This design comes from an exercise in tuning for small area, a short achievable clock period and few clock cycles on the open sky130 flow, not from production work. The RTL was checked by simulation tests, not by an equivalence proof against the original design.

## flow/design.v (module list and top-level ports; edited modules follow where they fit)
// module hive_fpu: 264 lines
// module hive_fpu_cadd: 31 lines
// module hive_fpu_lzc: 51 lines
// module hive_fpu_mul: 617 lines
module hive_fpu (
    input  wire        clk,
    input  wire        rst,
    input  wire        in_valid,
    output wire        in_ready,
    input  wire [4:0]  in_op,
    input  wire [31:0] in_a,
    input  wire [31:0] in_b,
    input  wire [31:0] in_c,
    output reg         out_valid,
    output reg  [31:0] out_result
);
  // ...
==> flow/run.sh <==
#!/bin/bash
# synth_recipe.tcl (not shown) runs the flow's synth.tcl, then flattens the netlist and writes it again
# the make line also repeats each setting of config.mk as NAME=value (left out here)
make -C /OpenROAD-flow-scripts/flow DESIGN_CONFIG=/design/flow/config.mk WORK_HOME=/design/flow/orfs CLKGATE_MAP_FILE= SYNTH_SCRIPT=/design/flow/synth_recipe.tcl finish
==> flow/config.mk <==
export PLATFORM = sky130hd
export DESIGN_NAME = hive_fpu
export DESIGN_NICKNAME = hive_fpu
export VERILOG_FILES = /design/flow/design.v
export SDC_FILE = /design/flow/constraint.sdc
export NUM_CORES = 4
export LEC_CHECK = 0
export ABC_CLOCK_PERIOD_IN_PS = 4500
export CAP_MARGIN = 20
export CORE_MARGIN = 2
export CORE_UTILIZATION = 62
export PLACE_DENSITY = 0.78
export SETUP_SLACK_MARGIN = 0
export SLEW_MARGIN = 60
==> flow/constraint.sdc <==
create_clock -name core_clock -period 22.0 [get_ports {clk}]
set_input_delay 4.4000 -clock core_clock [delete_from_list [all_inputs] [get_ports {clk}]]
set_output_delay 4.4000 -clock core_clock [all_outputs]
set_load 0.01 [all_outputs]
==> run notes, run 1 <==
Seq area share=0.171; Synth top area share=0.186; Rows=103; Final Hold Vio Count=0; status=finished clean; fraction of area in multi-input gates=0.693; Post-Synthesis Cells=6058; initial antenna violation count=8; Area contributors post-synth=dfxtp_1, fa_1, xnor2_1; Slew Viols, Final=0; Die ar.=81700 µm²; critical path arrival=6.54 ns; FF/Latch Area=9190 µm²; first-pass GRT wire length=306000 µm; Seq cells post-synth=457; GR Util All Layers=0.496; die width=286 µm; CP peak stage delay=0.48 ns; Rel. slew slack=0.506; crit path to=css2[29]$_DFF_P_; DPL Wire Length=157000 µm; Placed Area=51700 µm²; met1 usage=0.626; Hold Buf Count CTS=0; Worst setup EP type=flop; commonest non-fill, non-tap cells in the layout=nand2_1, inv_1, xnor2_1, dfxtp_1, nor2_1; CTS tree=yes; number of global-route vias before repair=48000; CTS max path bufs=3; RSZ-0062 raised after global routing=no; CP Depth=23; Crit path max-delay family=compound AO/OA/AOI/OAI gates; count leader, synth=nand2_1; multi-input gates=4662; WP buf/inv=3; peak fanout along the critical path=15; clk cell area share=0.0314; met1 WL=75000 µm; Final non-clock buffer share=0.0471
Testbench counts, summed over its fixed seeds: cycles 25,988.
==> module hive_fpu, before the edit <==
module hive_fpu (
    input  wire        clk,
    input  wire        rst,
    input  wire        in_valid,
    output wire        in_ready,
    input  wire [4:0]  in_op,
    input  wire [31:0] in_a,
    input  wire [31:0] in_b,
    input  wire [31:0] in_c,
    output reg         out_valid,
    output reg  [31:0] out_result
);
    localparam [31:0] CANON_NAN = 32'h7FC0_0000;
    localparam [4:0] OP_FADD = 5'h00, OP_FSUB = 5'h01, OP_FMUL = 5'h02,
                     OP_FMIN = 5'h05, OP_FMAX = 5'h06, OP_FABS = 5'h07,
                     OP_FNEG = 5'h08, OP_FCSGN = 5'h09, OP_FEQ = 5'h0A,
                     OP_FLT = 5'h0B, OP_FLE = 5'h0C, OP_FTOI = 5'h0D,
                     OP_ITOF = 5'h0E, OP_UTOF = 5'h0F, OP_FMA = 5'h10,
                     OP_FMS = 5'h11;
    assign in_ready = 1'b1;
    wire in_addsub = (in_op == OP_FADD) || (in_op == OP_FSUB);
    wire in_ftoi   = (in_op == OP_FTOI);
    reg [31:0] fa_in, fb_in, fc_in;
    always @(*) begin
        fa_in = in_ftoi ? 32'h4080_0000 : in_a;
        fb_in = in_addsub ? 32'h3F80_0000 : in_ftoi ? 32'h4080_0000 : in_b;
        case (in_op)
            OP_FTOI: fc_in = in_a;
            OP_FADD: fc_in = in_b;
            OP_FSUB: fc_in = {~in_b[31], in_b[30:0]};
            OP_FMUL: fc_in = 32'h8000_0000;
            OP_FMS:  fc_in = {~in_c[31], in_c[30:0]};
            default: fc_in = in_c;
        endcase
    end
    wire [24:0] bx = {1'b1, in_b[22:0], 1'b0};
    reg  [11:0] bneg_in, bone_in, btwo_in;
    integer q;
    always @(*) begin
        for (q = 0; q < 12; q = q + 1) begin
            bneg_in[q] = in_addsub ? (q == 11) : bx[2*q+2] & ~(bx[2*q+1] & bx[2*q]);
            bone_in[q] = ~in_addsub & (bx[2*q+1] ^ bx[2*q]);
            btwo_in[q] = in_addsub ? (q == 11) : (bx[2*q+2] & ~bx[2*q+1] & ~bx[2*q]) |
                                                 (~bx[2*q+2] & bx[2*q+1] & bx[2*q]);
        end
    end
    reg        v1, itof1, quick1;
    reg [4:0]  op1;
    reg [31:0] a1, b1, c1;
    reg [11:0] bneg1, bone1, btwo1;
    always @(posedge clk) begin
        if (rst) v1 <= 1'b0;
        else     v1 <= in_valid;
        op1   <= in_op;
        itof1 <= (in_op == OP_ITOF) || (in_op == OP_UTOF);
        quick1 <= (in_op >= OP_FMIN) && (in_op <= OP_FLE);
        a1    <= fa_in;
        b1    <= fb_in;
        c1    <= fc_in;
        bneg1 <= bneg_in;
        bone1 <= bone_in;
        btwo1 <= btwo_in;
    end
    wire       sa = a1[31], sb = b1[31], sc = c1[31];
    wire       sp = sa ^ sb;
    wire [7:0] ea = a1[30:23], eb = b1[30:23], ec = c1[30:23];
    wire       za = (ea == 8'd0), zb = (eb == 8'd0), zc = (ec == 8'd0);
    wire       fza = (a1[22:0] == 23'd0), fzb = (b1[22:0] == 23'd0), fzc = (c1[22:0] == 23'd0);
    wire       xa = (ea == 8'hFF), xb = (eb == 8'hFF), xc = (ec == 8'hFF);
    wire       na = xa & ~fza, nb = xb & ~fzb, nc = xc & ~fzc;
    wire       ia = xa & fza,  ib = xb & fzb,  ic = xc & fzc;
    wire is_fma  = (op1 == OP_FADD) || (op1 == OP_FSUB) || (op1 == OP_FMUL) ||
                   (op1 == OP_FMA) || (op1 == OP_FMS);
    wire is_ftoi = (op1 == OP_FTOI);
    wire [74:0] ra, rb;
    hive_fpu_mul u_mul (.ma({~itof1, a1[22:0] & {23{~itof1}}}),
                        .bneg(bneg1), .bone(bone1), .btwo(btwo1), .ra(ra), .rb(rb));
    wire signed [10:0] sh_raw = $signed({3'd0, ea}) + $signed({3'd0, eb})
                              - $signed({3'd0, ec}) - 11'sd100;
    wire        sh_neg = sh_raw[10];
    wire        sh_big = ~sh_raw[10] & (|sh_raw[9:7]);
    wire [23:0] mc   = zc ? 24'd0 : {1'b1, c1[22:0]};
    wire [75:0] c_win = {mc, 52'd0};
    wire [75:0] c_shr = c_win >> sh_raw[6:0];
    wire [75:0] c_sh  = itof1  ? {a1, 44'd0} :
                        sh_neg ? c_win : (sh_big ? 76'd0 : c_shr);
    wire        c_top = itof1 & (op1 == OP_ITOF) & a1[31];
    reg [6:0] c_tz;
    integer t;
    always @(*) begin
        c_tz = 7'd75;
        for (t = 22; t >= 0; t = t - 1)
            if (c1[t]) c_tz = 7'd52 + t[6:0];
        if (zc) c_tz = 7'd127;
    end
    wire        c_stk = ~itof1 & ~sh_neg & (sh_big ? ~zc : (sh_raw[6:0] > c_tz));
    wire        esub = (sp ^ sc) | itof1;
    wire [76:0] c_al = {c_top, c_sh[75:1], c_sh[0] | c_stk} ^ {77{esub}};
    wire [76:0] pa = {ra, 2'b00};
    wire [76:0] pb = {rb, 2'b00};
    wire [76:0] cs_s = pa ^ pb ^ c_al;
    wire [76:0] cs_c = {(pa[75:0] & pb[75:0]) | (pa[75:0] & c_al[75:0]) | (pb[75:0] & c_al[75:0]), 1'b0};
    wire signed [10:0] e_top = itof1            ? 11'sd158 :
                               (sh_neg & ~zc)   ? $signed({3'd0, ec}) :
                               ($signed({3'd0, ea}) + $signed({3'd0, eb}) - 11'sd100);
    reg        spec;
    reg [31:0] spec_res;
    always @(*) begin
        spec = 1'b1;
        if (na || nb || nc)
            spec_res = CANON_NAN;
        else if ((ia && zb) || (ib && za))
            spec_res = CANON_NAN;
        else if (ia || ib)
            spec_res = (ic && (sc != sp)) ? CANON_NAN : {sp, 8'hFF, 23'd0};
        else if (ic)
            spec_res = {sc, 8'hFF, 23'd0};
        else if (za || zb)
            spec_res = zc ? {sp & sc, 31'd0} : c1;
        else begin
            spec = 1'b0;
            spec_res = 32'd0;
        end
    end
    function automatic [31:0] order_key(input [31:0] x);
        order_key = x[31] ? ~x : (x | 32'h8000_0000);
    endfunction
    wire [31:0] a_fl = za ? {sa, 31'd0} : a1;
    wire [31:0] b_fl = zb ? {sb, 31'd0} : b1;
    wire        a_below_b = order_key(a_fl) < order_key(b_fl);
    wire        both_zero = za & zb;
    wire        cmp_eq = !na && !nb && ((a1 == b1) || both_zero);
    wire        cmp_lt = !na && !nb && a_below_b && !both_zero;
    reg [31:0] minmax_res;
    always @(*) begin
        if (na && nb)
            minmax_res = CANON_NAN;
        else if (na)
            minmax_res = b_fl;
        else if (nb)
            minmax_res = a_fl;
        else if (op1 == OP_FMIN)
            minmax_res = a_below_b ? a_fl : b_fl;
        else
            minmax_res = a_below_b ? b_fl : a_fl;
    end
    reg  [31:0] ftoi_mag;
    reg         ftoi_neg;
    always @(*) begin
        ftoi_neg = 1'b0;
        if (nc || ec < 8'd127)
            ftoi_mag = 32'd0;
        else if (ec >= 8'd158)
            ftoi_mag = sc ? 32'h8000_0000 : 32'h7FFF_FFFF;
        else begin
            ftoi_mag = c_sh[75:44];
            ftoi_neg = sc;
        end
    end
    reg [31:0] misc_res;
    always @(*) begin
        case (op1)
            OP_FMIN, OP_FMAX: misc_res = minmax_res;
            OP_FABS:  misc_res = {1'b0, a1[30:0]};
            OP_FNEG:  misc_res = {~a1[31], a1[30:0]};
            OP_FCSGN: misc_res = {b1[31], a1[30:0]};
            OP_FEQ:   misc_res = {31'd0, cmp_eq};
            OP_FLT:   misc_res = {31'd0, cmp_lt};
            OP_FLE:   misc_res = {31'd0, cmp_lt | cmp_eq};
            OP_FTOI:  misc_res = ftoi_mag;
            OP_ITOF, OP_UTOF: misc_res = 32'd0;
            default:  misc_res = spec_res;
        endcase
    end
    reg        v3, fp3, sign3, stk3, zero3;
    wire       quick = v1 & quick1 & ~v2 & ~v3;
    reg        v2, fp2, mneg2, esub2, sp2, sc2;
    reg [31:0] mres2;
    reg [76:0] css2;
    reg [51:0] csc2;     
    reg signed [10:0] etop2;
    always @(posedge clk) begin
        if (rst) v2 <= 1'b0;
        else     v2 <= v1 & ~quick;
        fp2   <= (is_fma & ~spec) | itof1;
        mneg2 <= is_ftoi & ftoi_neg;
        mres2 <= misc_res;
        css2  <= cs_s;
        csc2  <= cs_c[51:0];
        esub2 <= esub;
        sp2   <= sp | itof1;
        sc2   <= sc & ~itof1;
        etop2 <= e_top;
    end
    wire [76:0] s0, s1;
    hive_fpu_cadd u_add (.a(css2), .b({~css2[75:51], csc2}), .s0(s0), .s1(s1));
    wire        neg  = esub2 & s0[76];
    wire [75:0] mag  = esub2 ? (neg ? ~s0[75:0] : s1[75:0]) : s0[75:0];
    wire        r_sign = neg ? sc2 : sp2;
    wire [6:0] lz_p, lz_n;
    hive_fpu_lzc u_lzp (.x(s0[75:0]), .n(lz_p));
    hive_fpu_lzc u_lzn (.x(~s0[75:0]), .n(lz_n));
    wire [6:0] lz = neg ? lz_n : lz_p;
    wire       exact0 = neg & (&s0[75:0]);
    wire [75:0] n6 = lz[6] ? {mag[11:0], 64'd0} : mag;
    wire [75:0] n5 = lz[5] ? {n6[43:0], 32'd0} : n6;
    wire        k5 = |n5[19:0];
    reg [31:0] mres3;
    reg [55:0] n5_3;
    reg [6:0]  lz3;
    reg signed [10:0] etop3;
    always @(posedge clk) begin
        if (rst) v3 <= 1'b0;
        else     v3 <= v2;
        fp3   <= fp2;
        mres3 <= mneg2 ? (~mres2 + 32'd1) : mres2;
        sign3 <= r_sign;
        n5_3  <= n5[75:20];
        lz3   <= lz;
        stk3  <= k5;
        zero3 <= exact0;
        etop3 <= etop2;
    end
    wire [39:0] n4 = lz3[4] ? n5_3[39:0] : n5_3[55:16];
    wire        k4 = |n5_3[15:0] & ~lz3[4];
    wire [31:0] n3 = lz3[3] ? n4[31:0] : n4[39:8];
    wire        k3 = |n4[7:0] & ~lz3[3];
    wire [27:0] n2 = lz3[2] ? n3[27:0] : n3[31:4];
    wire        k2 = |n3[3:0] & ~lz3[2];
    wire [25:0] n1 = lz3[1] ? n2[25:0] : n2[27:2];
    wire        k1 = |n2[1:0] & ~lz3[1];
    wire [24:0] n0 = lz3[0] ? n1[24:0] : n1[25:1];
    wire        k0 = n1[0] & ~lz3[0];
    wire        stk = stk3 | k4 | k3 | k2 | k1 | k0;
    wire signed [10:0] e_n = etop3 - $signed({4'd0, lz3});
    wire        pow2   = ~n0[24] & ~zero3;
    wire        rnd_up = n0[0] & (stk | n0[1]);
    wire [23:0] m_inc  = n0[24:1] + 24'd1;
    wire        all1   = &n0[24:1];
    wire        carry  = (rnd_up & all1) | pow2;
    wire        zero   = zero3;
    wire [22:0] f_rnd  = rnd_up ? m_inc[22:0] : n0[23:1];
    wire        e_ovf  = (e_n >= 11'sd255) || (carry && e_n == 11'sd254);
    wire        e_unf  = (e_n < 11'sd0) || (!carry && e_n == 11'sd0);
    wire [7:0]  e_rnd  = e_n[7:0] + {7'd0, carry};
    reg [31:0] result;
    always @(*) begin
        if (!fp3)
            result = mres3;
        else if (zero)
            result = 32'd0;
        else if (e_ovf)
            result = {sign3, 8'hFF, 23'd0};
        else if (e_unf)
            result = {sign3, 31'd0};
        else
            result = {sign3, e_rnd, f_rnd};
    end
    always @(posedge clk) begin
        if (rst) out_valid <= 1'b0;
        else     out_valid <= v3 | quick;
        out_result <= quick ? misc_res : result;
    end
endmodule
==> module hive_fpu_cadd, before the edit <==
module hive_fpu_cadd (
    input  wire [76:0] a,
    input  wire [76:0] b,
    output wire [76:0] s0,
    output wire [76:0] s1
);
    localparam integer W = 77;
    localparam integer LV = 7;
    wire [W-1:0] g [0:LV];
    wire [W-1:0] p [0:LV];
    assign g[0] = a & b;
    assign p[0] = a ^ b;
    genvar l, i;
    generate
        for (l = 0; l < LV; l = l + 1) begin : lvl
            for (i = 0; i < W; i = i + 1) begin : bt
                if (i >= (1 << l)) begin : comb
                    assign g[l+1][i] = g[l][i] | (p[l][i] & g[l][i - (1 << l)]);
                    assign p[l+1][i] = p[l][i] & p[l][i - (1 << l)];
                end else begin : pass
                    assign g[l+1][i] = g[l][i];
                    assign p[l+1][i] = p[l][i];
                end
            end
        end
    endgenerate
    wire [W-1:0] c0 = {g[LV][W-2:0], 1'b0};
    wire [W-1:0] c1 = {g[LV][W-2:0] | p[LV][W-2:0], 1'b1};
    assign s0 = p[0] ^ c0;
    assign s1 = p[0] ^ c1;
endmodule
==> run 2, diff against run 1 <==
--- a/flow/design.v
+++ b/flow/design.v
@@ -122,28 +122,18 @@
             spec_res = 32'd0;
         end
     end
-    function automatic [31:0] order_key(input [31:0] x);
-        order_key = x[31] ? ~x : (x | 32'h8000_0000);
-    endfunction
-    wire [31:0] a_fl = za ? {sa, 31'd0} : a1;
-    wire [31:0] b_fl = zb ? {sb, 31'd0} : b1;
-    wire        a_below_b = order_key(a_fl) < order_key(b_fl);
+    wire        mag_lt = a1[30:0] < b1[30:0];
+    wire        mag_eq = a1[30:0] == b1[30:0];
     wire        both_zero = za & zb;
-    wire        cmp_eq = !na && !nb && ((a1 == b1) || both_zero);
+    wire        a_below_b = both_zero  ? (sa & ~sb) :
+                            (sa != sb) ? sa :
+                            sa         ? ~mag_lt & ~mag_eq : mag_lt;
+    wire        cmp_eq = !na && !nb && ((mag_eq && sa == sb) || both_zero);
     wire        cmp_lt = !na && !nb && a_below_b && !both_zero;
-    reg [31:0] minmax_res;
-    always @(*) begin
-        if (na && nb)
-            minmax_res = CANON_NAN;
-        else if (na)
-            minmax_res = b_fl;
-        else if (nb)
-            minmax_res = a_fl;
-        else if (op1 == OP_FMIN)
-            minmax_res = a_below_b ? a_fl : b_fl;
-        else
-            minmax_res = a_below_b ? b_fl : a_fl;
-    end
+    wire        pick_a = nb | (~na & ((op1 == OP_FMIN) ? a_below_b : ~a_below_b));
+    wire [31:0] picked = pick_a ? a1 : b1;
+    wire        pick_z = pick_a ? za : zb;
+    wire [31:0] minmax_res = (na & nb) ? CANON_NAN : {picked[31], picked[30:0] & {31{~pick_z}}};
     reg  [31:0] ftoi_mag;
     reg         ftoi_neg;
     always @(*) begin
@@ -193,7 +183,13 @@
         etop2 <= e_top;
     end
     wire [76:0] s0, s1;
-    hive_fpu_cadd u_add (.a(css2), .b({~css2[75:51], csc2}), .s0(s0), .s1(s1));
+    wire [52:0] l0, l1;
+    hive_fpu_cadd u_add (.a({2'b00, css2[50:0]}), .b({1'b0, csc2}), .s0(l0), .s1(l1));
+    wire [25:0] c_hi  = ~css2[76:51];
+    wire [25:0] c_hm  = c_hi - 26'd1;
+    wire [25:0] c_hp  = c_hi + 26'd1;
+    assign s0 = {l0[52] ? c_hp : l0[51] ? c_hi : c_hm, l0[50:0]};
+    assign s1 = {l1[52] ? c_hp : l1[51] ? c_hi : c_hm, l1[50:0]};
     wire        neg  = esub2 & s0[76];
     wire [75:0] mag  = esub2 ? (neg ? ~s0[75:0] : s1[75:0]) : s0[75:0];
     wire        r_sign = neg ? sc2 : sp2;
@@ -263,13 +259,13 @@
     end
 endmodule
 module hive_fpu_cadd (
-    input  wire [76:0] a,
-    input  wire [76:0] b,
-    output wire [76:0] s0,
-    output wire [76:0] s1
+    input  wire [52:0] a,
+    input  wire [52:0] b,
+    output wire [52:0] s0,
+    output wire [52:0] s1
 );
-    localparam integer W = 77;
-    localparam integer LV = 7;
+    localparam integer W = 53;
+    localparam integer LV = 6;
     wire [W-1:0] g [0:LV];
     wire [W-1:0] p [0:LV];
     assign g[0] = a & b;
--- a/flow/config.mk
+++ b/flow/config.mk
@@ -8,7 +8,7 @@
 export ABC_CLOCK_PERIOD_IN_PS = 4500
 export CAP_MARGIN = 20
 export CORE_MARGIN = 2
-export CORE_UTILIZATION = 62
-export PLACE_DENSITY = 0.78
+export CORE_UTILIZATION = 48
+export PLACE_DENSITY = 0.62
 export SETUP_SLACK_MARGIN = 0
 export SLEW_MARGIN = 60
==> run 2 against run 1 <==
Setup slack worse by 0.24 ns. Cell count fell by 3.1%. Synthesized area decreased by 6.2%. Die area is 21% higher. Worst hold slack better by 0.0038 ns. Highest routed layer unchanged. First-iteration DRC count shrank 29%. Critical endpoint is now css2[32]$_DFF_P_. Core utilization is 14 points lower. Global-route usage is 11 points lower.
==> run notes, run 2 <==
final worst slack=15.73 ns (was 15.97 ns); Rows=113 (was 103); RSZ-0062 raised after global routing=no (unchanged); final setup vio count=0 (unchanged); worst skew pair latency=0.68 ns (was 0.65 ns); Post-synth EDFFs=0 (unchanged); minimum clock period=6.27 ns (was 6.03 ns); Worst Clk Skew=0.0591 ns (was 0.0477 ns); die width=314 µm (was 286 µm); CTS max path bufs=3 (unchanged); commonest non-fill, non-tap cells in the layout=nand2_1, inv_1, dfxtp_1, xnor2_1, nor2_1 (was nand2_1, inv_1, xnor2_1, dfxtp_1, nor2_1); Largest regs=css2: 77 flops, n5_3: 56 flops, csc2: 49 flops (unchanged); Area contributors post-synth=dfxtp_1, fa_1, xnor2_1 (unchanged); max reg flops=77 (unchanged); register area share after synthesis=0.198 (was 0.186); CP Class=reg -> reg (unchanged); wirelength, routed=194000 µm (was 209000 µm); Yosys warning count=2 (unchanged); syn_nets=6185 (was 6657); dominant synthesized flop cell=dfxtp_1 (unchanged); status=finished clean (unchanged); WP buf/inv=4 (was 3); CP startpoint kind=flop (unchanged); synth-to-layout area growth=11.0% (was 9.29%); dominant cell type by area after synthesis=dfxtp_1 (unchanged); Ports=138 (unchanged); count leader, synth=nand2_1 (unchanged); first-pass GRT wire length=283000 µm (was 306000 µm); TritonRoute pass-1 iters=6 (was 13); Final nets=6073 (was 6528); Max-Cap Viols=0 (unchanged); Final Hold Vio Count=0 (unchanged); slowest CP cell=nor2_1 (was dfxtp_1); Port-buffer cells=136 (unchanged); via count=44000 (was 50400); CTS tree=yes (unchanged); crit path cell chain=ha_1 > inv_1 > fa_1 > xnor2_1 > ha_1 > inv_1 > ha_1 > a21o_1 > a21oi_1 > o21ai_0 > a21oi_1 > xnor2_1 > buf_4 > clkinv_1 > nor2_1 > nand2_1 > nor2_1 > a21oi_1 > xnor2_1 > fa_1 (was ha_1 > inv_1 > fa_1 > inv_1 > a21oi_1 > o21bai_1 > a21oi_1 > o21bai_1 > xor2_1 > ha_1 > ha_1 > nand2_1 > nand2_1 > a31o_2 > o221a_2 > o21ai_1 > nand2_1 > nand3_2 > nor2_4 > buf_8 > a31oi_1 > xnor2_1 > fa_1); Post-CTS Resized=0 (unchanged); Starting Density=0.485 (was 0.625); Worst setup EP type=flop (unchanged); worst slack, placed=15.61 ns (was 15.53 ns); top cells by count, synth=nand2_1, dfxtp_1, inv_1 (was nand2_1, xnor2_1, inv_1); critical path arrival=6.78 ns (was 6.54 ns); Crit path max-delay family=adder cells (was compound AO/OA/AOI/OAI gates); Setup TNS=0 ns (unchanged); largest net degree at the start of global routing=70 (was 56); Seq cells post-synth=457 (unchanged); syn avg cell area=8.23 µm² (was 8.13 µm²); peak fanout along the critical path=12 (was 15); Core ar.=95200 µm² (was 78700 µm²); number of setup buffers added after CTS=0 (unchanged); grt ovf=0 (unchanged); DRT iter0 DRCs=6050 (was 8519); Slew Viols, Final=0 (unchanged); detailed-route DRC error count=0 (unchanged); most common library cell in the layout ignoring fill and taps=nand2_1 (unchanged); critical path required time=22.51 ns (was 22.52 ns); initial antenna violation count=7 (was 8); antenna-violating nets left=0 (unchanged); Max Clock Freq=160 MHz (was 166 MHz); hold_sp=etop2[5]$_SDFF_PP0_ (was fp2$_DFF_P_); r2r startpoint=a1[23]$_SDFF_PN1_ (was b1[23]$_SDFF_PP1_); GR Util All Layers=0.384 (was 0.496); Rel. slew slack=0.558 (was 0.506); Critical path origin=a1[23]$_SDFF_PN1_ (was b1[23]$_SDFF_PP1_); Num CTS Buffers=50 (was 48); Post-Synthesis Cells=5608 (was 6058); Synth Cell Area=46200 µm² (was 49200 µm²); Die ar.=98700 µm² (was 81700 µm²); number of vias per cell=6.47 (was 7.18); share of cells above drive strength 1=0.102 (was 0.0989); CTS Sinks=457 (unchanged); die height=314 µm (was 286 µm); worst slew pin tran=0.644 ns (was 0.737 ns); H-tree depth=2 (unchanged); clk slew on worst S/H paths=0.06 ns (about the same); wire per inst=28.5 µm (was 29.8 µm); CP peak stage delay=0.56 ns (was 0.48 ns); number of global-route vias before repair=42200 (was 48000); RePlAce Congestion=1.04 (was 1.07); Synth top area share=0.198 (was 0.186); worst hold-check path type=reg -> reg (unchanged); Reg with most FFs=css2 (unchanged); CTS Root Cell=clkbuf_16 (unchanged); Synth async-reset ratio=0 (unchanged); DPL Wire Length=149000 µm (was 157000 µm); Unique masters post-synth=111 (was 121); crit share post-route=0.285 (was 0.274); Hold Buf Count CTS=0 (unchanged)
-- run 2: changes by cell type after synthesis, moves of 32 or more --
| cell | before | now |
|---|---|---|
| nor2_1 | 404 | 372 |
| xnor2_1 | 485 | 424 |
| nor2b_1 | 70 | 115 |
| and2_1 | 68 | 28 |
| a21oi_1 | 352 | 314 |
| nor3_1 | 119 | 76 |
| nand3_1 | 112 | 71 |
-- run 2: area by class of cell --
class	count	area [µm²]
repair buffers	267	2380
well taps	1265	1580
flip-flops and latches	457	9180
fillers	9029	43900
clock buffers	67	1450
clock inverters	25	402
diodes	1	2.50
multi-input cells	4250	34500
inverters	470	1780
-- run 2: worst paths after layout --
kind                                          to  slack [ns]  depth (start not counted)
worst min-delay path            etop3[5]$_DFF_P_        0.33                          0
worst max register to register  css2[32]$_DFF_P_       15.73                         20
worst max-delay path            css2[32]$_DFF_P_       15.73                         20
worst min register to register  etop3[5]$_DFF_P_        0.33                          0
-- run 2: metrics by stage --
stage          hold slack (ns)  utilization  area, µm²  instances
5_1_grt                  0.333        0.539      51300       6801
3_3_place_gp             0.311        0.508      48300       6696
4_1_cts                  0.328        0.536      51000       6798
2_1_floorplan            0.310            -      46200       5608
3_5_place_dp             0.317        0.517      49200       6706
6_report                 0.327        0.539      51300       6802
-- run 2: cell families (layout without fill, tap and decap cells) --
kind of cell	after synthesis	after routing	synth area share
buffers and inverters	901	829	0.0773
multiplexers	211	211	0.0600
adder cells (fa/ha/maj)	473	473	0.176
AND/OR/NAND/NOR	1486	1486	0.157
XOR/XNOR	580	580	0.110
other	1	2	0.0000812
flip-flops	457	457	0.198
AO/OA/AOI/OAI	1499	1499	0.220
-- run 2: layer usage --
| metal | vias to the layer above | track usage | part of all wire |
|---|---|---|---|
| met5 | - | 0 | 0.00021 |
| met4 | 6 | 0.207 | 0.061 |
| met2 | 2654 | 0.572 | 0.43 |
| li1 | 19500 | - | - |
| met3 | 537 | 0.0818 | 0.10 |
| met1 | 21300 | 0.519 | 0.41 |
Testbench counts of run 2, summed over its fixed seeds: cycles 25,988.
==> run 3, diff against run 2 <==
--- a/flow/design.v
+++ b/flow/design.v
@@ -44,7 +44,11 @@
                                                  (~bx[2*q+2] & bx[2*q+1] & bx[2*q]);
         end
     end
+    wire signed [9:0] d_in = in_addsub ? 10'sd127 - $signed({2'd0, in_b[30:23]}) :
+                             in_ftoi   ? 10'sd129 - $signed({2'd0, in_a[30:23]}) :
+                             $signed({2'd0, in_b[30:23]}) - $signed({2'd0, in_c[30:23]});
     reg        v1, itof1, quick1;
+    reg signed [9:0] d1;
     reg [4:0]  op1;
     reg [31:0] a1, b1, c1;
     reg [11:0] bneg1, bone1, btwo1;
@@ -54,6 +58,7 @@
         op1   <= in_op;
         itof1 <= (in_op == OP_ITOF) || (in_op == OP_UTOF);
         quick1 <= (in_op >= OP_FMIN) && (in_op <= OP_FLE);
+        d1     <= d_in;
         a1    <= fa_in;
         b1    <= fb_in;
         c1    <= fc_in;
@@ -75,8 +80,7 @@
     wire [74:0] ra, rb;
     hive_fpu_mul u_mul (.ma({~itof1, a1[22:0] & {23{~itof1}}}),
                         .bneg(bneg1), .bone(bone1), .btwo(btwo1), .ra(ra), .rb(rb));
-    wire signed [10:0] sh_raw = $signed({3'd0, ea}) + $signed({3'd0, eb})
-                              - $signed({3'd0, ec}) - 11'sd100;
+    wire signed [10:0] sh_raw = $signed({3'd0, ea}) + d1 - 11'sd100;
     wire        sh_neg = sh_raw[10];
     wire        sh_big = ~sh_raw[10] & (|sh_raw[9:7]);
     wire [23:0] mc   = zc ? 24'd0 : {1'b1, c1[22:0]};
@@ -122,8 +126,8 @@
             spec_res = 32'd0;
         end
     end
-    wire        mag_lt = a1[30:0] < b1[30:0];
-    wire        mag_eq = a1[30:0] == b1[30:0];
+    wire        mag_lt, mag_eq;
+    hive_fpu_cmp u_cmp (.a({1'b0, a1[30:0]}), .b({1'b0, b1[30:0]}), .lt(mag_lt), .eq(mag_eq));
     wire        both_zero = za & zb;
     wire        a_below_b = both_zero  ? (sa & ~sb) :
                             (sa != sb) ? sa :
@@ -289,6 +293,40 @@
     assign s0 = p[0] ^ c0;
     assign s1 = p[0] ^ c1;
 endmodule
+module hive_fpu_cmp (
+    input  wire [31:0] a,
+    input  wire [31:0] b,
+    output wire        lt,
+    output wire        eq
+);
+    wire [31:0] l0 = ~a & b;
+    wire [31:0] e0 = ~(a ^ b);
+    wire [15:0] l1, e1;
+    wire [7:0]  l2, e2;
+    wire [3:0]  l3, e3;
+    wire [1:0]  l4, e4;
+    genvar i;
+    generate
+        for (i = 0; i < 16; i = i + 1) begin : c1
+            assign l1[i] = l0[2*i+1] | (e0[2*i+1] & l0[2*i]);
+            assign e1[i] = e0[2*i+1] & e0[2*i];
+        end
+        for (i = 0; i < 8; i = i + 1) begin : c2
+            assign l2[i] = l1[2*i+1] | (e1[2*i+1] & l1[2*i]);
+            assign e2[i] = e1[2*i+1] & e1[2*i];
+        end
+        for (i = 0; i < 4; i = i + 1) begin : c3
+            assign l3[i] = l2[2*i+1] | (e2[2*i+1] & l2[2*i]);
+            assign e3[i] = e2[2*i+1] & e2[2*i];
+        end
+        for (i = 0; i < 2; i = i + 1) begin : c4
+            assign l4[i] = l3[2*i+1] | (e3[2*i+1] & l3[2*i]);
+            assign e4[i] = e3[2*i+1] & e3[2*i];
+        end
+    endgenerate
+    assign lt = l4[1] | (e4[1] & l4[0]);
+    assign eq = e4[1] & e4[0];
+endmodule
 module hive_fpu_lzc (
     input  wire [75:0] x,
     output wire [6:0]  n
==> run 3 against run 2 <==
Die area rose by 0.53%. Clock skew rose by 0.0036 ns. Still clean on timing, DRC and antenna. Worst hold slack got worse by 0.00088 ns. Critical path type is now in -> reg. Critical endpoint is now d1[6]$_DFF_P_. Fmax rose by 0.33%. Flip-flop and latch count rose by 9. First-iteration DRC count fell by 2.9%.
==> run notes, run 3 <==
status=finished clean (unchanged); RePlAce Congestion=1.01 (was 1.04); top cells by count, synth=nand2_1, inv_1, dfxtp_1 (was nand2_1, dfxtp_1, inv_1); peak fanout along the critical path=3 (was 12); largest net degree at the start of global routing=77 (was 70); Core ar.=96300 µm² (was 95200 µm²); Post-CTS Resized=0 (unchanged); critical path arrival=6.75 ns (was 6.78 ns); CTS Root Cell=clkbuf_16 (unchanged); count leader, synth=nand2_1 (unchanged); most common library cell in the layout ignoring fill and taps=nand2_1 (unchanged); TritonRoute pass-1 iters=7 (was 6); worst slew pin tran=0.630 ns (was 0.644 ns); Synth Cell Area=46400 µm² (was 46200 µm²); number of vias per cell=6.41 (was 6.47); Max Clock Freq=160 MHz (about the same); Reg2Reg Depth=17 (was 20); Rel. slew slack=0.576 (was 0.558); Worst Clk Skew=0.0627 ns (was 0.0591 ns); reg-to-reg endpoint=n5_3[35]$_DFF_P_ (was css2[32]$_DFF_P_); via count=44500 (was 44000); r2r startpoint=csc2[41]$_DFF_P_ (was a1[23]$_SDFF_PN1_); register area share after synthesis=0.201 (was 0.198); Port-buffer cells=136 (unchanged); commonest non-fill, non-tap cells in the layout=nand2_1, inv_1, dfxtp_1, nor2_1, xnor2_1 (was nand2_1, inv_1, dfxtp_1, xnor2_1, nor2_1); Ports=138 (unchanged); Hold Path Depth=0 (unchanged); syn avg cell area=8.10 µm² (was 8.23 µm²); Hold EP=etop3[8]$_DFF_P_ (was etop3[5]$_DFF_P_); CTS tree=yes (unchanged); synth-to-layout area growth=10.9% (was 11.0%); hold_sp=etop2[8]$_SDFF_PP0_ (was etop2[5]$_SDFF_PP0_); Post-Synthesis Cells=5735 (was 5608); Slew Viols, Final=0 (unchanged); die height=315 µm (was 314 µm); slowest CP cell=clkdlybuf4s50_1 (was nor2_1); Max-Cap Viols=0 (unchanged); crit path cell chain=clkdlybuf4s50_1 > inv_1 > ha_1 > fa_1 > nor2b_1 > o21ai_0 > nand2b_1 > and2_1 > o21ai_0 > nand2b_1 > xnor2_1 > nor2_1 > a211oi_1 > a21oi_1 (was ha_1 > inv_1 > fa_1 > xnor2_1 > ha_1 > inv_1 > ha_1 > a21o_1 > a21oi_1 > o21ai_0 > a21oi_1 > xnor2_1 > buf_4 > clkinv_1 > nor2_1 > nand2_1 > nor2_1 > a21oi_1 > xnor2_1 > fa_1); Post-synth EDFFs=0 (unchanged); GR Util All Layers=0.375 (was 0.384); Core Util, Final=0.535 (was 0.539); minimum clock period=6.25 ns (was 6.27 ns); share of cells above drive strength 1=0.0928 (was 0.102); r2r setup slk=15.91 ns (was 15.73 ns); grt ovf=0 (unchanged); number of global-route vias before repair=42100 (was 42200); CP Class=in -> reg (was reg -> reg); worst hold-check path type=reg -> reg (unchanged); crit share post-route=0.284 (was 0.285); CTS max path bufs=3 (unchanged); Largest regs=css2: 77 flops, n5_3: 56 flops, csc2: 49 flops (unchanged); Worst setup EP type=flop (unchanged); CTS Sinks=466 (was 457); WP buf/inv=2 (was 4); CP startpoint kind=input pin (was flop); Seq cells post-synth=466 (was 457); Hold Buf Count CTS=0 (unchanged); max reg flops=77 (unchanged); wirelength, routed=191000 µm (was 194000 µm); Final nets=6221 (was 6073); Rows=114 (was 113); Num CTS Buffers=52 (was 50); Crit path max-delay family=adder cells (unchanged); DPL Wire Length=146000 µm (was 149000 µm); initial antenna violation count=9 (was 7); Final Hold Vio Count=0 (unchanged); multi-input logic area=34300 µm² (was 34500 µm²); DRT iter0 DRCs=5872 (was 6050); dominant synthesized flop cell=dfxtp_1 (unchanged); Setup TNS=0 ns (unchanged); syn_nets=6328 (was 6185); Yosys warning count=2 (unchanged); wire per inst=27.5 µm (was 28.5 µm); dominant cell type by area after synthesis=dfxtp_1 (unchanged); Synth async-reset ratio=0 (unchanged); detailed-route DRC error count=0 (unchanged); antenna-violating nets left=0 (unchanged); first-pass GRT wire length=279000 µm (was 283000 µm); critical path required time=22.51 ns (about the same); H-tree depth=2 (unchanged); final setup vio count=0 (unchanged); clk slew on worst S/H paths=0.06 ns (about the same); Synth top area share=0.201 (was 0.198); CP peak stage delay=0.52 ns (was 0.56 ns); FF/Latch Area=9370 µm² (was 9180 µm²); worst skew pair latency=0.66 ns (was 0.68 ns); number of setup buffers added after CTS=0 (unchanged); FILL cells=9187 (was 9029); Starting Density=0.482 (was 0.485); Die ar.=99200 µm² (was 98700 µm²); Unique masters post-synth=116 (was 111); Reg with most FFs=css2 (unchanged); RSZ-0062 raised after global routing=no (unchanged); die width=315 µm (was 314 µm); Area contributors post-synth=dfxtp_1, fa_1, xnor2_1 (unchanged)
-- run 3: area by class of cell --
cell class,instances,area share
Multi-Input combinational cell,4336,0.666
Inverter,496,0.0364
Clock buffer,70,0.0290
Timing Repair Buffer,276,0.0476
Sequential cell,466,0.182
Antenna cell,1,0.0000486
Tap cell,1276,0.0310
Clock inverter,24,0.00770
-- run 3: logic make-up (layout without fill, tap and decap cells) --
kind of cell               after synthesis  count (layout)  synth area share
xor gates and xnor gates               580             580             0.110
AOI/OAI and AO/OA                     1506            1506             0.220
DFF                                    466             466             0.201
adders and majority gates              489             489             0.180
and+or+nand+nor                       1617            1617             0.169
muxes                                  143             143            0.0422
buffers and inverters                  933             866            0.0786
other                                    1               2         0.0000808
-- run 3: worst max-delay path by stage --
stage	from	endpoint	cells after the start
2_1_floorplan	in_b[23]	d1[6]$_DFF_P_	13
3_3_place_gp	in_c[24]	d1[7]$_DFF_P_	14
3_5_place_dp	in_b[23]	d1[6]$_DFF_P_	14
4_1_cts	in_b[23]	d1[6]$_DFF_P_	14
5_1_grt	in_c[24]	d1[7]$_DFF_P_	14
6_report	in_b[23]	d1[6]$_DFF_P_	14
-- run 3: per-layer routing --
metal	vias up	global-route usage	part of all wire
met5	-	0	0.00041
li1	19900	-	-
met3	578	0.0841	0.11
met1	21400	0.511	0.41
met4	12	0.188	0.061
met2	2702	0.556	0.42
-- run 3: metrics by stage --
step / instances / cell area (µm²) / worst slack (ns) / hold slack (ns)
2_1_floorplan: 5735 / 46400 / 15.87 / 0.310
3_5_place_dp: 6846 / 49400 / 15.13 / 0.312
4_1_cts: 6940 / 51200 / 15.79 / 0.325
5_1_grt: 6944 / 51500 / 15.61 / 0.330
3_3_place_gp: 6836 / 48700 / 15.12 / 0.311
6_report: 6945 / 51500 / 15.75 / 0.326
Testbench counts of run 3, summed over its fixed seeds: cycles 25,988.
==> run 4, diff against run 3 <==
--- a/flow/config.mk
+++ b/flow/config.mk
@@ -6,7 +6,7 @@
 export NUM_CORES = 4
 export LEC_CHECK = 0
 export ABC_CLOCK_PERIOD_IN_PS = 4500
-export CAP_MARGIN = 20
+export CAP_MARGIN = 0
 export CORE_MARGIN = 2
 export CORE_UTILIZATION = 48
 export PLACE_DENSITY = 0.62
==> run 4 against run 3 <==
Worst hold slack unchanged. Register-to-register slack about the same. Cell count unchanged. Clock-buffer cell count unchanged. Synthesized cell count unchanged. Clock skew unchanged. Largest cell class unchanged. Synthesized area unchanged.
==> run notes, run 4 <==
status=finished clean (unchanged); Rows=114 (unchanged); synth-to-layout area growth=10.9% (unchanged); critical path required time=22.51 ns (about the same); number of setup buffers added after CTS=0 (unchanged); wirelength, routed=191000 µm (unchanged); count leader, synth=nand2_1 (unchanged); met2 Use GR=0.556 (unchanged); GR Util All Layers=0.375 (unchanged); worst slew pin tran=0.630 ns (unchanged); largest net degree at the start of global routing=77 (unchanged); Core ar.=96300 µm² (unchanged); Reg with most FFs=css2 (unchanged); number of global-route vias before repair=42100 (unchanged); final setup vio count=0 (unchanged); Yosys warning count=2 (unchanged); worst slack, placed=15.13 ns (unchanged); Synth top area share=0.201 (unchanged); CP Class=in -> reg (unchanged); Rel. slew slack=0.576 (unchanged); Max-Cap Viols=0 (unchanged); most common library cell in the layout ignoring fill and taps=nand2_1 (unchanged); die width=315 µm (unchanged); first-pass GRT wire length=279000 µm (unchanged); DPL Wire Length=146000 µm (unchanged); Largest regs=css2: 77 flops, n5_3: 56 flops, csc2: 49 flops (unchanged); CTS tree=yes (unchanged); Post-synth EDFFs=0 (unchanged); Final Hold Vio Count=0 (unchanged); RSZ-0062 raised after global routing=no (unchanged); crit path cell chain=clkdlybuf4s50_1 > inv_1 > ha_1 > fa_1 > nor2b_1 > o21ai_0 > nand2b_1 > and2_1 > o21ai_0 > nand2b_1 > xnor2_1 > nor2_1 > a211oi_1 > a21oi_1 (unchanged); Area contributors post-synth=dfxtp_1, fa_1, xnor2_1 (unchanged); initial antenna violation count=9 (unchanged); syn_nets=6328 (unchanged); Die ar.=99200 µm² (unchanged); Seq cells post-synth=466 (unchanged); peak fanout along the critical path=3 (unchanged); worst skew pair latency=0.66 ns (about the same); Synth async-reset ratio=0 (unchanged); die height=315 µm (unchanged); Ports=138 (unchanged); final instance area=51500 µm² (unchanged); CTS Root Cell=clkbuf_16 (unchanged); dominant cell type by area after synthesis=dfxtp_1 (unchanged); commonest non-fill, non-tap cells in the layout=nand2_1, inv_1, dfxtp_1, nor2_1, xnor2_1 (unchanged); share of cells above drive strength 1=0.0928 (unchanged); DRT iter0 DRCs=5872 (unchanged); detailed-route DRC error count=0 (unchanged); CTS max path bufs=3 (unchanged); number of vias per cell=6.41 (unchanged); Starting Density=0.482 (unchanged); Post-CTS Resized=0 (unchanged); syn avg cell area=8.10 µm² (unchanged); slowest CP cell=clkdlybuf4s50_1 (unchanged); Worst setup EP type=flop (unchanged); register area share after synthesis=0.201 (unchanged); Synth Cell Area=46400 µm² (unchanged); minimum clock period=6.25 ns (unchanged); H-tree depth=2 (unchanged); CP peak stage delay=0.52 ns (about the same); dominant synthesized flop cell=dfxtp_1 (unchanged); Hold WS=0.326 ns (unchanged); Placed Area=49400 µm² (unchanged); met3 track demand over resource=0.0841 (unchanged); via count=44500 (unchanged); Num CTS Buffers=52 (unchanged); CP startpoint kind=input pin (unchanged); clk slew on worst S/H paths=0.06 ns (about the same); Hold Buf Count CTS=0 (unchanged); critical path arrival=6.75 ns (about the same); Setup TNS=0 ns (unchanged); met1 usage=0.511 (unchanged); wire per inst=27.5 µm (unchanged); max reg flops=77 (unchanged); antenna-violating nets left=0 (unchanged); Worst Clk Skew=0.0627 ns (unchanged); Final nets=6221 (unchanged); RePlAce Congestion=1.01 (unchanged); Slew Viols, Final=0 (unchanged); grt ovf=0 (unchanged); CTS Sinks=466 (unchanged); worst hold-check path type=reg -> reg (unchanged); final worst slack=15.75 ns (unchanged); GRT Max-Usage Layer=met2 (unchanged); top cells by count, synth=nand2_1, inv_1, dfxtp_1 (unchanged); crit share post-route=0.284 (unchanged); Post-Synthesis Cells=5735 (unchanged); Port-buffer cells=136 (unchanged); TritonRoute pass-1 iters=7 (unchanged); Unique masters post-synth=116 (unchanged); Max Clock Freq=160 MHz (unchanged)
## run 4: cell counts after synthesis
No cell type changed its count.
## run 4: logic make-up after synthesis
| kind of cell | synth area share |
|---|---|
| and+or+nand+nor | 0.169 |
| AOI/OAI and AO/OA | 0.220 |
| buffers and inverters | 0.0786 |
| xor gates and xnor gates | 0.110 |
| adders and majority gates | 0.180 |
| DFF | 0.201 |
| muxes | 0.0422 |
| other | 0.0000808 |
## run 4: cell type report
type                            count  area (µm²)
Inverter                          496        1880
Fill cell                        9187       44800
Sequential cell                   466        9370
Multi-Input combinational cell   4336       34300
Antenna cell                        1        2.50
Clock inverter                     24         397
Timing Repair Buffer              276        2450
Tap cell                         1276        1600
Clock buffer                       70        1490
## run 4: critical path: cells and delay by family
kind | cells | cell delay, ns
compound gates | 4 | 0.44
fa+ha+maj | 2 | 0.62
xor+xnor | 1 | 0.12
simple gates | 5 | 0.57
buf+inv | 2 | 0.60
## run 4: worst paths after layout
check	start	endpoint	slack, ns	cells after the start
setup / recovery	in_b[23]	d1[6]$_DFF_P_	15.75	14
hold / removal	etop2[8]$_SDFF_PP0_	etop3[8]$_DFF_P_	0.33	0
setup reg to reg	csc2[41]$_DFF_P_	n5_3[35]$_DFF_P_	15.91	17
hold reg to reg	etop2[8]$_SDFF_PP0_	etop3[8]$_DFF_P_	0.33	0
## run 4: stage by stage
step | instances | util
after floorplan | 5735 | -
after global placement | 6836 | 0.505
after detailed placement | 6846 | 0.513
after CTS | 6940 | 0.532
after global routing | 6944 | 0.535
final | 6945 | 0.535
## run 4: per-layer routing
layer,up-vias,wire [µm]
met5,-,78
met4,12,11600
met3,578,20300
met2,2702,80900
met1,21400,77800
li1,19900,-
==> run 5, diff against run 4 <==
--- a/flow/config.mk
+++ b/flow/config.mk
@@ -6,9 +6,10 @@
 export NUM_CORES = 4
 export LEC_CHECK = 0
 export ABC_CLOCK_PERIOD_IN_PS = 4500
-export CAP_MARGIN = 0
+export CAP_MARGIN = 20
 export CORE_MARGIN = 2
 export CORE_UTILIZATION = 48
+export GPL_ROUTABILITY_DRIVEN = 0
 export PLACE_DENSITY = 0.62
 export SETUP_SLACK_MARGIN = 0
 export SLEW_MARGIN = 60
==> run 5 against run 4 <==
Register-to-register slack got worse by 0.11 ns. Still clean on timing, DRC and antenna. Synthesized area did not move. Synthesized cell count did not move. Critical path type unchanged. Core utilization fell by 0.31 points.
==> run notes, run 5 <==
WP buf/inv=2 (unchanged); Post-Synthesis Cells=5735 (unchanged); DPL Wire Length=139000 µm (was 146000 µm); Post-synth EDFFs=0 (unchanged); CTS max path bufs=3 (unchanged); grt ovf=0 (unchanged); share of cells above drive strength 1=0.0892 (was 0.0928); dominant cell type by area after synthesis=dfxtp_1 (unchanged); r2r setup slk=15.80 ns (was 15.91 ns); Die ar.=99200 µm² (unchanged); Worst setup EP type=flop (unchanged); via count=44800 (was 44500); CP startpoint kind=input pin (unchanged); H-tree depth=2 (unchanged); most common library cell in the layout ignoring fill and taps=nand2_1 (unchanged); Num CTS Buffers=48 (was 52); commonest non-fill, non-tap cells in the layout=nand2_1, inv_1, dfxtp_1, nor2_1, xnor2_1 (unchanged); DRT iter0 DRCs=6403 (was 5872); max reg flops=77 (unchanged); GR Util All Layers=0.362 (was 0.375); CTS Root Cell=clkbuf_16 (unchanged); Rows=114 (unchanged); Hold Buf Count CTS=0 (unchanged); crit share post-route=0.285 (was 0.284); synth-to-layout area growth=10.3% (was 10.9%); CP Class=in -> reg (unchanged); Synth top area share=0.201 (unchanged); Largest regs=css2: 77 flops, n5_3: 56 flops, csc2: 49 flops (unchanged); crit path cell chain=clkdlybuf4s50_1 > inv_1 > ha_1 > fa_1 > nor2b_1 > o21ai_0 > nand2b_1 > and2_1 > o21ai_0 > nand2b_1 > xnor2_1 > nor2_1 > a211oi_1 > a21oi_1 (unchanged); Unique masters post-synth=116 (unchanged); count leader, synth=nand2_1 (unchanged); Final nets=6212 (was 6221); worst slew pin tran=0.668 ns (was 0.630 ns); status=finished clean (unchanged); Post-Synth Adder-Cell Area=0.180 (unchanged); critical path arrival=6.77 ns (was 6.75 ns); RSZ-0062 raised after global routing=no (unchanged); top cells by count, synth=nand2_1, inv_1, dfxtp_1 (unchanged); CTS tree=yes (unchanged); Slew Viols, Final=0 (unchanged); dominant synthesized flop cell=dfxtp_1 (unchanged); first-pass GRT wire length=272000 µm (was 279000 µm); syn avg cell area=8.10 µm² (unchanged); wirelength, routed=184000 µm (was 191000 µm); worst hold-check path type=reg -> reg (unchanged); Seq cells post-synth=466 (unchanged); detailed-route DRC error count=0 (unchanged); CP peak stage delay=0.52 ns (about the same); largest net degree at the start of global routing=67 (was 77); Post-CTS Resized=0 (unchanged); number of vias per cell=6.47 (was 6.41); worst skew pair latency=0.63 ns (was 0.66 ns); Synth Cell Area=46400 µm² (unchanged); number of global-route vias before repair=42100 (about the same); peak fanout along the critical path=3 (unchanged); syn_nets=6328 (unchanged); wire per inst=26.6 µm (was 27.5 µm); slowest CP cell=clkdlybuf4s50_1 (unchanged); clk slew on worst S/H paths=0.06 ns (about the same); CTS Sinks=466 (unchanged); antenna-violating nets left=0 (unchanged); Final Hold Vio Count=0 (unchanged); initial antenna violation count=3 (was 9); Yosys warning count=2 (unchanged); Worst Clk Skew=0.0170 ns (was 0.0627 ns); final setup vio count=0 (unchanged); Port-buffer cells=136 (unchanged); Starting Density=0.482 (unchanged); minimum clock period=6.28 ns (was 6.25 ns); die height=315 µm (unchanged); Synth Area in Simple Gates=0.169 (unchanged); mux contribution to synthesized area=0.0422 (unchanged); Post-Place Cells=6837 (was 6846); compound-cell area share of the yosys netlist=0.220 (unchanged); die width=315 µm (unchanged); main combinational cell family by area after synthesis=compound AO/OA/AOI/OAI gates (unchanged); final non-filler cell total=6931 (was 6945); worst slack, placed=15.08 ns (was 15.13 ns); Crit path max-delay family=adder cells (unchanged); number of setup buffers added after CTS=0 (unchanged); critical path required time=22.49 ns (was 22.51 ns); Core ar.=96300 µm² (unchanged); TritonRoute pass-1 iters=6 (was 7); Max Clock Freq=159 MHz (was 160 MHz); Reg with most FFs=css2 (unchanged); Setup TNS=0 ns (unchanged); final worst slack=15.72 ns (was 15.75 ns); XOR/XNOR share of the synthesized area=0.110 (unchanged); Max-Cap Viols=0 (unchanged); Synth async-reset ratio=0 (unchanged); register area share after synthesis=0.201 (unchanged); Rel. slew slack=0.552 (was 0.576); Area contributors post-synth=dfxtp_1, fa_1, xnor2_1 (unchanged); Ports=138 (unchanged)
## run 5: cell counts after synthesis
No cell type changed its count.
## run 5: path summary, 6_finish.rpt
path,start,end,depth (start not counted)
worst max-delay path,in_b[23],d1[6]$_DFF_P_,14
worst max register to register,css2[12]$_DFF_P_,n5_3[51]$_DFF_P_,15
worst min-delay path,fp2$_DFF_P_,fp3$_DFF_P_,0
worst min register to register,fp2$_DFF_P_,fp3$_DFF_P_,0
## run 5: cell type report
class	instances	area [µm²]
antenna	2	5.00
clock buffer	64	1360
clock inverter	20	342
fill	9137	45100
inverter	496	1880
multi-input combinational	4336	34200
sequential	466	9360
tap	1276	1600
timing repair buffer	271	2420
## run 5: logic make-up after synthesis
| logic type | after synthesis |
|---|---|
| AOI/OAI and AO/OA | 1506 |
| other | 1 |
| buffers and inverters | 933 |
| DFF | 466 |
| adders and majority gates | 489 |
| xor gates and xnor gates | 580 |
| and+or+nand+nor | 1617 |
| muxes | 143 |
## run 5: per-stage QoR
step	instance area (µm²)	hold slack [ns]	utilization
6_report	51200	0.321	0.532
5_1_grt	51200	0.336	0.532
4_1_cts	50900	0.325	0.528
3_5_place_dp	49200	0.312	0.511
3_3_place_gp	48600	0.313	0.505
2_1_floorplan	46400	0.310	-
## run 5: layer usage
| layer | global-route usage | up-vias | part of all wire |
|---|---|---|---|
| met5 | 0 | - | 0.00014 |
| met4 | 0.193 | 4 | 0.067 |
| met3 | 0.0959 | 687 | 0.12 |
| met2 | 0.532 | 3073 | 0.42 |
| met1 | 0.484 | 21200 | 0.40 |
| li1 | - | 19800 | - |
==> run 6, diff against run 5 <==
--- a/flow/design.v
+++ b/flow/design.v
@@ -22,8 +22,8 @@
     wire in_ftoi   = (in_op == OP_FTOI);
     reg [31:0] fa_in, fb_in, fc_in;
     always @(*) begin
-        fa_in = in_ftoi ? 32'h4080_0000 : in_a;
-        fb_in = in_addsub ? 32'h3F80_0000 : in_ftoi ? 32'h4080_0000 : in_b;
+        fa_in = in_ftoi ? 32'h4180_0000 : in_a;
+        fb_in = in_addsub ? 32'h3F80_0000 : in_b;
         case (in_op)
             OP_FTOI: fc_in = in_a;
             OP_FADD: fc_in = in_b;
@@ -44,11 +44,10 @@
                                                  (~bx[2*q+2] & bx[2*q+1] & bx[2*q]);
         end
     end
-    wire signed [9:0] d_in = in_addsub ? 10'sd127 - $signed({2'd0, in_b[30:23]}) :
-                             in_ftoi   ? 10'sd129 - $signed({2'd0, in_a[30:23]}) :
-                             $signed({2'd0, in_b[30:23]}) - $signed({2'd0, in_c[30:23]});
+    wire signed [9:0] d_in = $signed({2'd0, in_b[30:23]}) - $signed({2'd0, in_c[30:23]});
     reg        v1, itof1, quick1;
     reg signed [9:0] d1;
+    reg        adds1;
     reg [4:0]  op1;
     reg [31:0] a1, b1, c1;
     reg [11:0] bneg1, bone1, btwo1;
@@ -59,6 +58,7 @@
         itof1 <= (in_op == OP_ITOF) || (in_op == OP_UTOF);
         quick1 <= (in_op >= OP_FMIN) && (in_op <= OP_FLE);
         d1     <= d_in;
+        adds1  <= in_addsub | in_ftoi;
         a1    <= fa_in;
         b1    <= fb_in;
         c1    <= fc_in;
@@ -80,7 +80,8 @@
     wire [74:0] ra, rb;
     hive_fpu_mul u_mul (.ma({~itof1, a1[22:0] & {23{~itof1}}}),
                         .bneg(bneg1), .bone(bone1), .btwo(btwo1), .ra(ra), .rb(rb));
-    wire signed [10:0] sh_raw = $signed({3'd0, ea}) + d1 - 11'sd100;
+    wire signed [10:0] sh_raw = adds1 ? $signed({3'd0, ea}) - $signed({3'd0, ec}) + 11'sd27
+                                      : $signed({3'd0, ea}) + d1 - 11'sd100;
     wire        sh_neg = sh_raw[10];
     wire        sh_big = ~sh_raw[10] & (|sh_raw[9:7]);
     wire [23:0] mc   = zc ? 24'd0 : {1'b1, c1[22:0]};
--- a/flow/config.mk
+++ b/flow/config.mk
@@ -9,7 +9,6 @@
 export CAP_MARGIN = 20
 export CORE_MARGIN = 2
 export CORE_UTILIZATION = 48
-export GPL_ROUTABILITY_DRIVEN = 0
 export PLACE_DENSITY = 0.62
 export SETUP_SLACK_MARGIN = 0
 export SLEW_MARGIN = 60
==> run 6 against run 5 <==
Highest routed layer unchanged. Worst hold slack better by 0.0051 ns. Non-clock buffer count up 19. Cell count up 2.2%. Critical path type is now reg -> reg. Still clean. Via count up 3.2%.
==> run notes, run 6 <==
Setup TNS=0 ns (unchanged); Die ar.=101000 µm² (was 99200 µm²); Seq cells post-synth=466 (unchanged); count leader, synth=inv_1 (was nand2_1); syn avg cell area=8.13 µm² (was 8.10 µm²); number of setup buffers added after CTS=0 (unchanged); main combinational cell family by area after synthesis=compound AO/OA/AOI/OAI gates (unchanged); Max Clock Freq=165 MHz (was 159 MHz); Reg with most FFs=css2 (unchanged); via count=46300 (was 44800); number of global-route vias before repair=44100 (was 42100); Critical path origin=csc2[26]$_DFF_P_ (was in_b[23]); Hold Buf Count CTS=0 (unchanged); CP startpoint kind=flop (was input pin); Post-Synth Adder-Cell Area=0.177 (was 0.180); largest net degree at the start of global routing=87 (was 67); max reg flops=77 (unchanged); Rows=115 (was 114); worst skew pair latency=0.67 ns (was 0.63 ns); register area share after synthesis=0.197 (was 0.201); crit path cell chain=ha_1 > nand2_1 > o21ai_0 > a21oi_1 > o21ai_0 > o211a_1 > nor2_4 > buf_4 > o32ai_1 > xor2_1 > nor4_2 > nand4_1 > o32ai_2 > buf_4 > or2_1 > o21ai_0 (was clkdlybuf4s50_1 > inv_1 > ha_1 > fa_1 > nor2b_1 > o21ai_0 > nand2b_1 > and2_1 > o21ai_0 > nand2b_1 > xnor2_1 > nor2_1 > a211oi_1 > a21oi_1); RePlAce Congestion=1.05; commonest non-fill, non-tap cells in the layout=inv_1, nand2_1, dfxtp_1, xnor2_1, nor2_1 (was nand2_1, inv_1, dfxtp_1, nor2_1, xnor2_1); Ports=138 (unchanged); final setup vio count=0 (unchanged); Synth Cell Area=47500 µm² (was 46400 µm²); Final Hold Vio Count=0 (unchanged); wire per inst=28.6 µm (was 26.6 µm); XOR/XNOR share of the synthesized area=0.111 (was 0.110); Unique masters post-synth=105 (was 116); DRT iter0 DRCs=6106 (was 6403); Slew Viols, Final=0 (unchanged); syn_nets=6435 (was 6328); Port-buffer cells=136 (unchanged); FILL cells=9286 (was 9137); Post-CTS Resized=0 (unchanged); CP peak stage delay=0.65 ns (was 0.52 ns); Final nets=6344 (was 6212); CTS Root Cell=clkbuf_16 (unchanged); TritonRoute pass-1 iters=8 (was 6); CTS tree=yes (unchanged); Top cell by count, worst path=o21ai_0; Synth async-reset ratio=0 (unchanged); CTS max path bufs=3 (unchanged); wirelength, routed=203000 µm (was 184000 µm); Hold Path Depth=0 (unchanged); mux contribution to synthesized area=0.0474 (was 0.0422); Post-Synthesis Cells=5840 (was 5735); synth-to-layout area growth=11.2% (was 10.3%); minimum clock period=6.05 ns (was 6.28 ns); first-pass GRT wire length=296000 µm (was 272000 µm); RSZ-0062 raised after global routing=no (unchanged); grt ovf=0 (unchanged); peak fanout along the critical path=16 (was 3); Synth top area share=0.197 (was 0.201); Worst Clk Skew=0.0702 ns (was 0.0170 ns); slowest CP cell=ha_1 (was clkdlybuf4s50_1); Post-synth EDFFs=0 (unchanged); share of cells above drive strength 1=0.0981 (was 0.0892); Reg2Reg Depth=16 (was 15); worst hold-check path type=reg -> reg (unchanged); hold_sp=etop2[4]$_SDFF_PP1_ (was fp2$_DFF_P_); Worst setup EP type=flop (unchanged); critical path arrival=6.57 ns (was 6.77 ns); Core ar.=98100 µm² (was 96300 µm²); r2r startpoint=csc2[26]$_DFF_P_ (was css2[12]$_DFF_P_); Max-Cap Viols=0 (unchanged); clk slew on worst S/H paths=0.06 ns (about the same); CP Class=reg -> reg (was in -> reg); status=finished clean (unchanged); Num CTS Buffers=50 (was 48); Largest regs=css2: 77 flops, n5_3: 56 flops, csc2: 49 flops (unchanged); critical path required time=22.52 ns (was 22.49 ns); die width=318 µm (was 315 µm); dominant cell type by area after synthesis=dfxtp_1 (unchanged); detailed-route DRC error count=0 (unchanged); most common library cell in the layout ignoring fill and taps=inv_1 (was nand2_1); Synth Area in Simple Gates=0.164 (was 0.169); number of vias per cell=6.53 (was 6.47); GR Util All Layers=0.388 (was 0.362); Core Util, Final=0.538 (was 0.532); initial antenna violation count=14 (was 3); Rel. slew slack=0.563 (was 0.552); Starting Density=0.484 (was 0.482); compound-cell area share of the yosys netlist=0.227 (was 0.220); dominant synthesized flop cell=dfxtp_1 (unchanged); DPL Wire Length=157000 µm (was 139000 µm); Area contributors post-synth=dfxtp_1, fa_1, xnor2_1 (unchanged); crit share post-route=0.275 (was 0.285); H-tree depth=2 (unchanged); r2r setup slk=15.95 ns (was 15.80 ns); worst slew pin tran=0.650 ns (was 0.668 ns); CTS Sinks=466 (unchanged); Yosys warning count=2 (unchanged); die height=318 µm (was 315 µm); antenna-violating nets left=0 (unchanged); top cells by count, synth=inv_1, nand2_1, dfxtp_1 (was nand2_1, inv_1, dfxtp_1)
==> run 6: cells by family (layout without fill, tap and decap cells) <==
| logic type | Yosys count | count (layout) |
|---|---|---|
| XOR/XNOR | 597 | 597 |
| other | 1 | 8 |
| flip-flops | 466 | 466 |
| AO/OA/AOI/OAI | 1580 | 1580 |
| multiplexers | 164 | 164 |
| adder cells (fa/ha/maj) | 491 | 491 |
| buffers and inverters | 943 | 892 |
| AND/OR/NAND/NOR | 1598 | 1598 |
==> run 6: worst max-delay path: cells and delay by family, from the launching register on <==
| kind | cells | cell delay [ns] |
|---|---|---|
| simple gates | 5 | 1.54 |
| flops | 1 | 0.31 |
| compound gates | 7 | 2.60 |
| fa+ha+maj | 1 | 0.65 |
| buf+inv | 2 | 0.58 |
| xor+xnor | 1 | 0.23 |
==> run 6: worst paths after layout <==
kind,to
setup reg to reg,stk3$_DFF_P_
hold reg to reg,etop3[4]$_DFF_P_
hold / removal,etop3[4]$_DFF_P_
setup / recovery,stk3$_DFF_P_
==> run 6: layout make-up <==
type                    instances  area, µm²  area share
clock inverters                22        377     0.00714
inverters                     510       1930      0.0366
repair buffers                290       2620      0.0496
flip-flops and latches        466       9370       0.178
multi-input cells            4431      35300       0.670
well taps                    1287       1610      0.0305
diodes                          7       17.5    0.000332
clock buffers                  70       1490      0.0282
==> run 6: metal layers <==
metal  up-vias  GRT usage  wire [µm]
met1     22200      0.516      81300
met3       650     0.0918      22300
li1      20400          -          -
met5         -          0         57
met4         8      0.205      12600
met2      3017      0.585      86500
==> run 6: metrics by stage <==
stage | setup WS [ns] | std cells | hold slack (ns) | instance area [µm²]
2_1_floorplan | 16.10 | 5840 | 0.310 | 47500
6_report | 15.95 | 7083 | 0.327 | 52800
3_5_place_dp | 15.42 | 6977 | 0.312 | 50600
3_3_place_gp | 15.39 | 6959 | 0.311 | 49800
4_1_cts | 15.93 | 7069 | 0.327 | 52500
5_1_grt | 15.52 | 7077 | 0.332 | 52700
Testbench counts of run 6, summed over its fixed seeds: cycles 25,988.

## port drivers added, routing unchanged
How much do the figures lean on ideal ports? The routed layouts below were timed once more, with nothing changed but the port constraints.
Step 1: set_driving_cell puts a clkbuf_16 on clk and a buf_2 on each other input, an assumption about the parent block.
Step 2 moves the port delays by t, midway between the first and last clock arrival at a register: inputs arrive t later, outputs are due t later. That takes back most of the time a late clock gives input paths.
Three values: no drivers, after step 1, after step 2; two values: the first two.
| run | t (ns) | setup slack, ns | hold WS [ns] | worst register clock-pin slew, ns |
|---|---|---|---|---|
| run 1 | 0.699 | 15.972 / 15.972 / 15.420 | 0.323 / 0.323 / 0.323 | 0.07 / 0.07 |
| run 2 | 0.726 | 15.732 / 15.732 / 15.562 | 0.327 / 0.327 / 0.327 | 0.07 / 0.07 |
| run 3 | 0.703 | 15.752 / 15.779 / 15.076 | 0.326 / 0.326 / 0.326 | 0.07 / 0.07 |
| run 4 | 0.703 | 15.752 / 15.779 / 15.076 | 0.326 / 0.326 / 0.326 | 0.07 / 0.07 |
| run 5 | 0.697 | 15.720 / 15.753 / 15.056 | 0.321 / 0.321 / 0.321 | 0.07 / 0.07 |
| run 6 | 0.709 | 15.948 / 15.925 / 15.402 | 0.327 / 0.327 / 0.327 | 0.08 / 0.08 |
After both steps every run listed still meets setup and hold.
